From an optimization exercise on the open Yosys and OpenROAD flow, aimed at small area and few clock cycles; shortcuts taken in it are not production practice. The RTL was checked by simulation tests, not by an equivalence proof against the original design. Power and IR drop assume default switching activity.

==> inputs of job 9408 <==
Design ferik_core, start of the top module:
module ferik_core (
    input  wire         clk,
    input  wire         rst,             
    input  wire         start,           
    input  wire         insn_valid,
    input  wire [63:0]  insn,
    output wire         insn_ready,
    input  wire [63:0]  agreed,          
    input  wire [63:0]  avalid,          
    input  wire [3:0]   yflags,          
    input  wire [255:0] dwords,          
    input  wire [15:0]  z_dt,
    input  wire [15:0]  z_tcyc,
    input  wire [15:0]  z_cycle,
    input  wire [31:0]  z_now,
    output reg          rec_valid,
    output wire [63:0]  rec,
    output reg          done,
    output reg  [63:0]  misr,
    output wire [127:0] cmd              
);
    localparam [63:0] MISR_SEED = 64'hFFFF_FFFF_FFFF_FFFF;
    localparam [63:0] MISR_POLY = 64'hB000_0000_0000_0001;
    reg [127:0] flags;
    reg [511:0] words;           
    reg [7:1]   pred;
    reg [11:0]  idx;             
  ...
==> flow/config.mk <==
export PLATFORM = sky130hd
export DESIGN_NAME = ferik_core
export DESIGN_NICKNAME = ferik_core
export VERILOG_FILES = /design/flow/design.v
export SDC_FILE = /design/flow/constraint.sdc
export NUM_CORES = 4
export LEC_CHECK = 0
export CAP_MARGIN = 20
export CORE_MARGIN = 2
export CORE_UTILIZATION = 45
export CTS_BUF_LIST = sky130_fd_sc_hd__clkbuf_8
export GPL_TIMING_DRIVEN = 0
export PLACE_DENSITY = 0.55
export SETUP_SLACK_MARGIN = 0.8
export SLEW_MARGIN = 20
export SYNTH_HIERARCHICAL = 1
==> flow/constraint.sdc <==
create_clock -name core_clock -period 15.0 [get_ports {clk}]
set_input_delay 3.0000 -clock core_clock [delete_from_list [all_inputs] [get_ports {clk}]]
set_output_delay 3.0000 -clock core_clock [all_outputs]
set_load 0.01 [all_outputs]
standard.sh (not shown) runs the stock make flow with config.mk's settings and CLKGATE_MAP_FILE= SYNTH_SCRIPT=/design/flow/synth_recipe.tcl, a recipe that flattens the netlist after the stock synthesis.
==> flow/flow/run.sh <==
#!/bin/bash
# Layout flow: the standard layout (standard.sh, with the standard synthesis unchanged),
# except that the port buffers are sky130_fd_sc_hd__buf_1 cells instead of the larger
# delay buffer buffer_ports picks by default. Every input and output port is still buffered.
set -euo pipefail
export BUFFER_PORTS_ARGS="-buffer_cell sky130_fd_sc_hd__buf_1"
bash standard.sh > standard.log 2>&1
==> job 1881: changes against job 9408 <==
- CORE_UTILIZATION: 45 -> 50
- PLACE_DENSITY: 0.55 -> 0.6
- SETUP_SLACK_MARGIN: 0.8 -> default
==> job 1592: changes against job 9408 <==
- GPL_TIMING_DRIVEN: 0 -> 1
==> notes <==
Cell count: job 1881 < job 1592 < job 9408. Routed wire length: job 9408 > job 1592 > job 1881. Job 1881 reached the layout checks and failed them: negative setup slack. Job 1592 completed with no timing, DRC or antenna violations. Job 9408 completed with no timing, DRC or antenna violations. Global-route usage, lowest first: job 1592, job 9408, job 1881. Of job 9408 and job 1881, job 1881 has the higher clock power (gap about 5%, measured against job 1881). First-iteration DRC count: job 1592 is smaller than job 9408 (about 0.9%). Fmax: job 1881 < job 9408 < job 1592. Combinational power is about the same in job 1881 and job 1592. In job 9408 the die area is larger than in job 1881, by 11%. Via count: job 1592 is lower than job 9408 (about 2.6%).
==> figures <==
item	job 1881	job 9408	job 1592
Number of DRC violations after detailed-routing iteration 0	11200	10400	10300
Mean routed wirelength per cell	37.5 um	38.2 um	37.9 um
# diodes	44	44	30
Via count of the first global-routing pass	46200	47100	45700
Last element of the critical path	words[417]$_DFFE_PP_	misr[15]$_DFFE_PP_	misr[12]$_DFFE_PP_
RSZ-0062 raised after global routing	-	yes	no
Height of the die	335 um	352 um	352 um
Total design power	6.93 mW	6.94 mW	6.96 mW
Iteration count of the initial detailed-routing pass	17	22	14
Slowest stage cell, crit path	sky130_fd_sc_hd__nor2_2	sky130_fd_sc_hd__or4_4	sky130_fd_sc_hd__nor3_4
Critical register-to-register path startpoint	words[338]$_DFFE_PP_	words[195]$_DFFE_PP_	words[96]$_DFFE_PP_
Run status	failed layout checks	complete, no violations	complete, no violations
Reasons for failing layout checks	negative setup slack	-	-
Minimum hold slack	536 ps	535 ps	549 ps
Combinational fraction of design power	23.1%	24.6%	22.6%
Number of tap cells inserted	1414	1612	1612
Count of plain and timing-repair buffers in the layout	1176	1259	1161
Net switching power	2.18 mW	2.20 mW	2.15 mW
VDD IR-drop max	0.0000896 V	0.0000586 V	0.000100 V
Detailed-placement wirelength estimate	180000 um	189000 um	199000 um
Cell Int Power	4.76 mW	4.74 mW	4.81 mW
Testbench counts of job 9408, summed over its fixed seeds: cycles 18,235.
Testbench counts of job 1881, summed over its fixed seeds: cycles 18,235.
Testbench counts of job 1592, summed over its fixed seeds: cycles 18,235.

[what the ideal ports hide]
Ports are ideal in the flow. The routed layouts listed here were re-timed in OpenROAD.
Step 1 (the two cells are an assumption about what drives the block):
set clk [get_ports {clk}]
set_driving_cell -lib_cell sky130_fd_sc_hd__clkbuf_16 $clk
set_driving_cell -lib_cell sky130_fd_sc_hd__buf_2 [delete_from_list [all_inputs] $clk]
Step 2 moves the port delays by t, midway between the first and last clock arrival at a register: inputs arrive t later, outputs are due t later. That takes back most of the time a late clock gives input paths.
Slacks: ideal / step 1 / step 2; pairs: ideal / step 1.
| run | t (ns) | setup WS [ns] | latest minus earliest clock arrival (ns) | slew at the worst register clock pin (ns) | worst slew at a driven data input, ns |
|---|---|---|---|---|---|
| job 9408 | 0.938 | 0.302 / 0.236 / -0.702 | 0.051 / 0.052 | 0.07 / 0.07 | 0.30 |
| job 1881 | 0.938 | -0.078 / -0.073 / -1.010 | 0.061 / 0.061 | 0.07 / 0.07 | 0.26 |
| job 1592 | 0.950 | 0.999 / 1.032 / 0.083 | 0.048 / 0.049 | 0.09 / 0.09 | 0.21 |
With both steps, setup timing fails in job 9408, where it was met with ideal ports. The setup slack of job 9408, which loses most, moves by -0.066 ns with the drivers and by -1.004 ns with both steps.
